This is an optimization exercise on Yosys and OpenROAD, whose aim is small area, a short achievable clock period and few clock cycles, not a production implementation. Function was checked by simulation only, so behaviour that the tests miss may differ from the original. Power and IR drop assume default switching activity.

**flow/run.sh**
```bash
#!/bin/bash
# synth_recipe.tcl (not shown) runs the flow's synth.tcl, then flattens the netlist and writes it again
# the make line also repeats each setting of config.mk as NAME=value (left out here)
make -C /OpenROAD-flow-scripts/flow DESIGN_CONFIG=/design/flow/config.mk WORK_HOME=/design/flow/orfs CLKGATE_MAP_FILE= SYNTH_SCRIPT=/design/flow/synth_recipe.tcl finish
```
**flow/config.mk**
```make
export PLATFORM = sky130hd
export DESIGN_NAME = qsc_encoder
export DESIGN_NICKNAME = qsc_encoder
export VERILOG_FILES = /design/flow/design.v
export SDC_FILE = /design/flow/constraint.sdc
export NUM_CORES = 4
export LEC_CHECK = 0
export CAP_MARGIN = 20
export CORE_MARGIN = 2
export CORE_UTILIZATION = 40
export SLEW_MARGIN = 20
```
**flow/constraint.sdc**
```tcl
create_clock -name core_clock -period 12.0 [get_ports {clk}]
set_input_delay 2.4000 -clock core_clock [delete_from_list [all_inputs] [get_ports {clk}]]
set_output_delay 2.4000 -clock core_clock [all_outputs]
set_load 0.01 [all_outputs]
```
**flow/design.v**
```verilog
module qsc_encoder (
    input  wire        clk,
    input  wire        rst,
    input  wire        cmd_valid,
    output wire        cmd_ready,
    input  wire [5:0]  cmd_width_m1,
    input  wire [5:0]  cmd_lines_m1,
    input  wire        cmd_hist_reset,
    input  wire        in_valid,
    output wire        in_ready,
    input  wire [7:0]  in_pix,
    output wire        out_valid,
    input  wire        out_ready,
    output wire [7:0]  out_data,
    output wire        done,
    output wire [14:0] nbytes
);
    integer i;
    wire adv;
    reg        nc_valid;
    reg [5:0]  nc_w, nc_l;
    reg        nc_hr;
    reg        active;
    reg [5:0]  cur_w, cur_l;
    reg        cur_hr;
    reg [5:0]  j, ln;
    wire last_j  = (j == cur_w);
    wire last_l  = (ln == cur_l);
    wire cmd_acc = cmd_valid && !nc_valid;
    wire take    = in_valid && in_ready;
    assign cmd_ready = !nc_valid;
    assign in_ready  = active && adv;
    always @(posedge clk) begin
        if (rst) begin
            nc_valid <= 1'b0;
            active   <= 1'b0;
            j        <= 6'd0;
            ln       <= 6'd0;
        end else begin
            if (cmd_acc) begin
                nc_valid <= 1'b1;
                nc_w     <= cmd_width_m1;
                nc_l     <= cmd_lines_m1;
                nc_hr    <= cmd_hist_reset;
            end
            if (!active) begin
                if (nc_valid) begin
                    active   <= 1'b1;
                    cur_w    <= nc_w;
                    cur_l    <= nc_l;
                    cur_hr   <= nc_hr;
                    nc_valid <= 1'b0;
                end
            end else if (take) begin
                if (last_j) begin
                    j <= 6'd0;
                    if (last_l) begin
                        ln <= 6'd0;
                        if (nc_valid) begin
                            cur_w    <= nc_w;
                            cur_l    <= nc_l;
                            cur_hr   <= nc_hr;
                            nc_valid <= 1'b0;
                        end else begin
                            active <= 1'b0;
                        end
                    end else begin
                        ln <= ln + 6'd1;
                    end
                end else begin
                    j <= j + 6'd1;
                end
            end
        end
    end
    reg        v0;
    reg [7:0]  x0;
    reg        f0_first, f0_last, f0_end, f0_hrf, f0_z;
    reg [5:0]  w0;
    always @(posedge clk) begin
        if (rst)      v0 <= 1'b0;
        else if (adv) v0 <= take;
        if (adv) begin
            x0       <= in_pix;
            f0_first <= (j == 6'd0);
            f0_last  <= last_j;
            f0_end   <= last_j && last_l;
            f0_hrf   <= cur_hr && (j == 6'd0) && (ln == 6'd0);
            f0_z     <= cur_hr && (ln == 6'd0);
            w0       <= cur_w;
        end
    end
    reg [7:0]  lb [0:63];
    reg [7:0]  last_pix, c_reg;
    wire [5:0] wi    = ~w0;                     
    wire [7:0] tap   = lb[6'd63 - {3'd0, wi[2:0]}];
    wire [7:0] b_cur = f0_z ? 8'd0 : tap;
    wire [7:0] a_cur = f0_first ? b_cur : last_pix;
    wire [7:0] c_cur = f0_first ? b_cur : c_reg;
    wire       sh    = v0 && adv;
    always @(posedge clk) begin
        if (sh) begin
            lb[0] <= x0;
            for (i = 1; i < 64; i = i + 1)
                lb[i] <= ((i % 8) == 0 && wi[5:3] == (i / 8)) ? x0 : lb[i-1];
            last_pix <= x0;
            c_reg    <= b_cur;
        end
    end
    reg        v1;
    reg [7:0]  x1, a1, b1, c1;
    reg        f1_first, f1_last, f1_end, f1_hrf;
    always @(posedge clk) begin
        if (rst)      v1 <= 1'b0;
        else if (adv) v1 <= v0;
        if (adv) begin
            x1       <= x0;
            a1       <= a_cur;
            b1       <= b_cur;
            c1       <= c_cur;
            f1_first <= f0_first;
            f1_last  <= f0_last;
            f1_end   <= f0_end;
            f1_hrf   <= f0_hrf;
        end
    end
    function [1:0] qz;
        input [7:0] d;
        begin
            if (d == 8'd0)       qz = 2'd0;
            else if (d <= 8'd3)  qz = 2'd1;
            else if (d <= 8'd15) qz = 2'd2;
            else                 qz = 2'd3;
        end
    endfunction
    function [7:0] absdiff;
        input [7:0] x;
        input [7:0] y;
        begin
            absdiff = (x > y) ? (x - y) : (y - x);
        end
    endfunction
    function [2:0] jtab;
        input [4:0] r;
        begin
            case (r)
                5'd0,  5'd1,  5'd2,  5'd3:  jtab = 3'd0;
                5'd4,  5'd5,  5'd6,  5'd7:  jtab = 3'd1;
                5'd8,  5'd9,  5'd10, 5'd11: jtab = 3'd2;
                5'd12, 5'd13, 5'd14, 5'd15: jtab = 3'd3;
                5'd16, 5'd17:               jtab = 3'd4;
                5'd18, 5'd19:               jtab = 3'd5;
                5'd20, 5'd21:               jtab = 3'd6;
                default:                    jtab = 3'd7;    
            endcase
        end
    endfunction
    reg [4:0]  ri;
    reg [6:0]  cnt;           
    reg        run_cont;      
    wire       flat   = (a1 == b1) && (b1 == c1);
    wire       match  = (x1 == a1);
    wire       inrun  = f1_first || run_cont || flat;
    wire [4:0] ri_cur = f1_hrf ? 5'd0 : ri;
    wire [2:0] jr     = jtab(ri_cur);
    wire [6:0] cnt1   = cnt + 7'd1;
    wire       hit    = ({1'b0, cnt1} == (8'd1 << jr));
    wire       gab  = (a1 > b1);
    wire       cga  = (c1 >= a1);
    wire       cgb  = (c1 >= b1);
    wire       cla  = (c1 <= a1);
    wire       clb  = (c1 <= b1);
    wire [7:0] e_a  = x1 - a1;
    wire [7:0] e_b  = x1 - b1;
    wire [7:0] e_ab = x1 - a1 - b1 + c1;
    reg  [7:0] e;
    always @(*) begin
        if (cga && cgb)      e = gab ? e_b : e_a;     
        else if (cla && clb) e = gab ? e_a : e_b;     
        else                 e = e_ab;
    end
    wire [7:0] m_cur   = {e[6:0] ^ {7{e[7]}}, e[7]};
    wire [3:0] ctx_cur = {qz(absdiff(b1, c1)), qz(absdiff(a1, c1))};
    reg        v2;
    reg [7:0]  m2;
    reg [3:0]  ctx2;
    reg        regv2, rone2, rzero2, end2;
    reg [6:0]  cnt2;
    reg [2:0]  j2;
    always @(posedge clk) begin
        if (rst) begin
            v2       <= 1'b0;
            run_cont <= 1'b0;
            cnt      <= 7'd0;
        end else if (adv) begin
            v2 <= v1;
            if (v1) begin
                if (inrun && match) begin
                    if (hit) begin
                        ri  <= (ri_cur == 5'd31) ? ri_cur : ri_cur + 5'd1;
                        cnt <= 7'd0;
                    end else begin
                        ri  <= ri_cur;
                        cnt <= f1_last ? 7'd0 : cnt1;
                    end
                    run_cont <= !f1_last;
                end else if (inrun) begin
                    ri       <= (ri_cur == 5'd0) ? ri_cur : ri_cur - 5'd1;
                    cnt      <= 7'd0;
                    run_cont <= 1'b0;
                end else begin
                    run_cont <= 1'b0;
                end
            end
        end
        if (adv) begin
            m2     <= m_cur;
            ctx2   <= ctx_cur;
            regv2  <= !(inrun && match);
            rone2  <= inrun && match && (hit || f1_last);
            rzero2 <= inrun && !match;
            cnt2   <= cnt;
            j2     <= jr;
            end2   <= f1_end;
        end
    end
    reg [13:0] sa [0:15];     
    reg [5:0]  sn [0:15];
    wire [13:0] a_rd  = sa[ctx2];
    wire [5:0]  n_rd  = sn[ctx2];
    wire [13:0] a_add = a_rd + {6'd0, m2};
    wire        s_rst = adv && v1 && f1_hrf;
    wire        s_upd = adv && v2 && regv2;
    reg [2:0] k_cur;
    integer kk;
    always @(*) begin
        k_cur = 3'd7;
        for (kk = 6; kk >= 0; kk = kk - 1)
            if (({8'd0, n_rd} << kk) >= a_rd) k_cur = kk[2:0];
    end
    always @(posedge clk) begin
        for (i = 0; i < 16; i = i + 1) begin
            if (s_rst) begin
                sa[i] <= 14'd4;
                sn[i] <= 6'd1;
            end else if (s_upd && ctx2 == i) begin
                if (n_rd == 6'd63) begin
                    sa[i] <= a_add >> 1;
                    sn[i] <= 6'd32;
                end else begin
                    sa[i] <= a_add;
                    sn[i] <= n_rd + 6'd1;
                end
            end
        end
    end
    reg        v3;
    reg [7:0]  m3;
    reg [2:0]  k3;
    reg        regv3, rone3, rzero3, end3;
    reg [6:0]  cnt3;
    reg [2:0]  j3;
    always @(posedge clk) begin
        if (rst)      v3 <= 1'b0;
        else if (adv) v3 <= v2;
        if (adv) begin
            m3     <= m2;
            k3     <= k_cur;
            regv3  <= regv2;
            rone3  <= rone2;
            rzero3 <= rzero2;
            cnt3   <= cnt2;
            j3     <= j2;
            end3   <= end2;
        end
    end
    wire [7:0] q      = m3 >> k3;
    wire       esc    = (q >= 8'd23);
    wire [4:0] qpos   = esc ? 5'd23 : q[4:0];
    wire [5:0] reglen = esc ? 6'd32 : ({1'b0, q[4:0]} + {3'd0, k3} + 6'd1);
    wire [7:0] m_sh   = m3 << (4'd8 - {1'b0, k3});
    wire [8:0] regf   = !regv3 ? 9'd0 : esc ? {1'b1, m3} : {1'b1, m_sh};
    wire [6:0] cnt_sh = cnt3 << (3'd7 - j3);
    wire [3:0] runlen = rone3 ? 4'd1 : rzero3 ? ({1'b0, j3} + 4'd1) : 4'd0;
    wire [7:0] runf   = rone3 ? 8'h80 : rzero3 ? {1'b0, cnt_sh} : 8'h00;
    reg        v4;
    reg [7:0]  runf4;
    reg [8:0]  regf4;
    reg [4:0]  off4;
    reg [5:0]  len4;
    reg        end4;
    always @(posedge clk) begin
        if (rst)      v4 <= 1'b0;
        else if (adv) v4 <= v3;
        if (adv) begin
            runf4 <= runf;
            regf4 <= regf;
            off4  <= {1'b0, runlen} + qpos;
            len4  <= {2'b0, runlen} + (regv3 ? reglen : 6'd0);
            end4  <= end3;
        end
    end
    reg [55:0] obuf;
    reg [5:0]  fill;
    reg        closing;
    reg        done_r;
    reg [14:0] nbc;
    wire        can_ins = (fill < 6'd16) && !closing;
    wire        ins     = v4 && can_ins;
    assign      adv     = !(v4 && !can_ins);
    wire [5:0]  pos     = fill + {1'b0, off4};
    wire [55:0] insv    = ({runf4, 48'd0} >> fill) | ({regf4, 47'd0} >> pos);
    wire [5:0]  fsum    = fill + len4;
    wire [5:0]  fpad    = end4 ? ((fsum + 6'd7) & 6'b111000) : fsum;
    wire [55:0] obuf_i  = ins ? (obuf | insv) : obuf;
    wire [5:0]  fill_i  = ins ? fpad : fill;
    wire        byte_hs = out_valid && out_ready;
    assign out_valid = (fill >= 6'd8);
    assign out_data  = obuf[55:48];
    assign done      = done_r;
    assign nbytes    = nbc;
    always @(posedge clk) begin
        if (rst) begin
            obuf    <= 56'd0;
            fill    <= 6'd0;
            closing <= 1'b0;
            done_r  <= 1'b0;
            nbc     <= 15'd0;
        end else begin
            obuf    <= byte_hs ? {obuf_i[47:0], 8'd0} : obuf_i;
            fill    <= byte_hs ? fill_i - 6'd8 : fill_i;
            done_r  <= closing && byte_hs && (fill == 6'd8);
            if (closing && byte_hs && fill == 6'd8) closing <= 1'b0;
            else if (ins && end4)                   closing <= 1'b1;
            nbc     <= done_r ? 15'd0 : nbc + {14'd0, byte_hs};
        end
    end
endmodule
```
==> results.json <==
{
  "final_cells": 5903,
  "dp.cells": 5692,
  "grt_pass1_vias": 31800,
  "critPathMaxFanout": 52,
  "clock_latency_ps": 740,
  "yosys_warnings": 4,
  "worst_pin_slew_ps": 1100,
  "startpoint_type": "register",
  "cts_setup_buffers": 0,
  "power_mw": 11.5,
  "synth_cell_type_count": 91,
  "row_count": 128,
  "final_common_cell": "edfxtp_1",
  "cts_tree": "built",
  "drt_iter0_drc": 3586,
  "place.detailed.hpwl_mm": 83.2,
  "holdPathStages": 0,
  "synth_nets": 4380,
  "reg2reg_to": "sa[8][12]",
  "top_regs": "lb (504), sa (224), sn (96)",
  "drcViolationCount": 0,
  "ys_ff_latch": 1112,
  "core-area_um2": 121000,
  "syn2layout_area_growth_pct": 11.8,
  "min_from": "lb[2][2]",
  "drive_gt1_share_pct": 9.75,
  "synth_edf_count": 686,
  "finalInstanceArea_um2": 54600,
  "finalMaxSlewViolations": 0,
  "dieArea_um2": 125000,
  "utilization_pct": 45.0,
  "start_util_pct": 40.2,
  "cp-end-kind": "register",
  "min_period_ps": 6400,
  "grt_overflow": 0,
  "hold_viol": 0,
  "met2_usage_pct": 30.3,
  "power_density_nw_per_um2": 211,
  "status": "complete, no violations",
  "ys.flop_type": "edfxtp_1",
  "use_met3_pct": 3.48,
  "r2r_cells": 16,
  "peakVddDrop_uv": 174,
  "use_met1_pct": 28.8,
  "syn-mean-instance-area_um2": 11.6,
  "synthArstFlopShare_pct": 0,
  "track_usage_pct": 20.0,
  "worstReg2RegStart": "ctx2[0]",
  "fin_ws_ps": 5600,
  "fin_nets": 4370,
  "worst-endpoint-arrival_ps": 6990,
  "setup_violations": 0,
  "wl_mm": 127,
  "min-delay-path-class": "reg2reg",
  "finalSetupTns_ps": 0,
  "regToRegSetupSlack_ps": 5600,
  "fmax_ghz": 0.156,
  "gr-max-usage-layer": "met2",
  "grt_antenna_before_repair": 0,
  "io_pins": 53,
  "fillCellCount": 11200,
  "cts_buffers": 112,
  "htreeDepth": 3,
  "max_cap_violations": 0,
  "path_clk_slew_ps": 70,
  "final_cell_mix": "edfxtp_1 (686), dfxtp_1 (426), nand2_1 (387)",
  "seq_area_frac_synth_pct": 59.7,
  "diodes": 0,
  "post-place-ws_ps": 5580,
  "place.gp.congestion": 0.975,
  "port_buffers": 52,
  "cts.sinks": 1112,
  "timing.hold.ws_ps": 401,
  "vias": 33100,
  "power.leakage_nw": 19.4,
  "grt_max_degree": 201,
  "finClkSkew_ps": 59.1,
  "worstHoldEndpoint": "lb[3][2]",
  "die_y_um": 353,
  "slew_headroom_pct": 26.6,
  "root_buffer": "clkbuf_16",
  "synth_area_um2": 48800,
  "drt.antenna.violating_nets": 0,
  "critical_path_class": "reg2reg",
  "grt_setup_unrepaired": "no",
  "placed_cell_area_um2": 50900,
  "post_cts_resized": 0,
  "clockBufferDepth": 3,
  "finalCritPeriodShare_pct": 53.3,
  "die_w_um": 353,
  "multiInputGateArea_um2": 18100,
  "crit_required_ps": 12590,
  "regArea_um2": 29100,
  "largest_reg_flops": 504,
  "via_per_inst": 5.61,
  "postCtsHoldBufs": 0,
  "top_register": "lb",
  "wl_per_cell_um": 21.6,
  "syn-instance-count": 4191,
  "drt-pass1-iter-count": 6,
  "grt_pass1_wl_mm": 195
}
-- worst max-delay path: stages (launching register included) --
cell,delay [ps]
edfxtp_1,360
buf_4,340
nor2_1,890
nand2_1,480
buf_4,340
o32a_1,340
ha_1,290
fa_1,440
a211oi_1,230
o21bai_1,120
a21oi_1,370
nor2_1,110
a2111oi_2,540
nor2_1,130
nor3_2,840
nor2_1,140
a32o_1,240
-- power breakdown --
part	switching [mW]	total [mW]	internal, mW
sequential	0.204	4.56	4.36
clock	1.54	3.47	1.93
combinational	2.24	3.48	1.24
total	3.98	11.5	7.53
-- worst max path at each step --
stage	from	endpoint	slack, ps
6_report	ctx2[0]	sa[8][12]	5600
2_1_floorplan	fill[4]	c_reg[0]	1980
4_1_cts	ctx2[2]	sa[11][12]	5550
3_5_place_dp	ctx2[2]	sa[2][12]	5580
5_1_grt	ctx2[2]	sa[9][7]	5200
3_3_place_gp	ctx2[2]	sa[11][12]	5620
-- cells in the mapped netlist (all sizes together), types with 28 or more instances --
| library cell | instances | area, µm² |
|---|---|---|
| edfxtp | 686 | 20600 |
| dfxtp | 426 | 8530 |
| nand2 | 387 | 1450 |
| nor2 | 349 | 1320 |
| a21oi | 227 | 1140 |
| o21ai | 198 | 991 |
| clkbuf | 172 | 647 |
| nand3 | 151 | 756 |
| a211oi | 144 | 1080 |
| ha | 144 | 1800 |
| inv | 133 | 499 |
| mux2i | 119 | 1190 |
| mux2 | 96 | 1080 |
| buf | 85 | 543 |
| xnor2 | 68 | 596 |
| nor3 | 63 | 320 |
| a21o | 54 | 405 |
| xor2 | 45 | 394 |
| o211ai | 44 | 330 |
| nor2b | 41 | 257 |
| o22ai | 38 | 238 |
| nand4 | 29 | 181 |
| a31oi | 28 | 181 |
| nand2b | 28 | 175 |
| nand3b | 28 | 210 |
-- kinds of logic (layout without fill, tap and decap cells) --
family                   count (synthesis)  in the layout  share of synthesized area [%]
flip-flops                            1112           1112                           59.7
buffers and inverters                  392            479                           3.48
XOR/XNOR                               113            113                           2.03
AND/OR/NAND/NOR                       1189           1189                           11.2
multiplexers                           237            237                           5.68
adder cells (fa/ha/maj)                165            165                           4.51
AO/OA/AOI/OAI                          983            983                           13.4
-- per-layer routing --
| layer | wire [µm] | part of all wire [%] |
|---|---|---|
| met1 | 58000 | 46 |
| met2 | 56100 | 44 |
| met3 | 8970 | 7.0 |
| met4 | 4350 | 3.4 |
| met5 | 0 | 0 |
-- layout make-up --
cell class	instances	share of cell area [%]
Sequential cell	1112	53.4
Tap cell	1625	3.73
Clock buffer	137	5.44
Inverter	135	0.938
Multi-Input combinational cell	2687	33.1
Timing Repair Buffer	133	2.10
Clock inverter	74	1.32
Testbench counts, summed over its fixed seeds: cycles 139,156.

afterwards: timing with drivers on the ports:
How much do the figures lean on ideal ports? The routed layout below was timed once more, with nothing changed but the port constraints.
Step 1 sets driving cells, clkbuf_16 on the clock port and buf_2 on the other inputs (assumed; they add their load-dependent delay and slew).
Step 2, shift: input delay + t, output delay - t, t = (earliest + latest rising clock arrival at the registers) / 2. This alone moves slack from input paths to output paths.
Three values: no drivers, after step 1, after step 2; two values: the first two.
t (ns): 0.780
slack for setup (ns): 5.604 / 5.604 / 5.604
worst setup path at the end: register to register
cell pins on the clock port's net: 1
After both steps setup and hold are still met in this run. For this run, drivers alone change the setup slack by 0.000 ns; drivers and shift together by 0.000 ns.
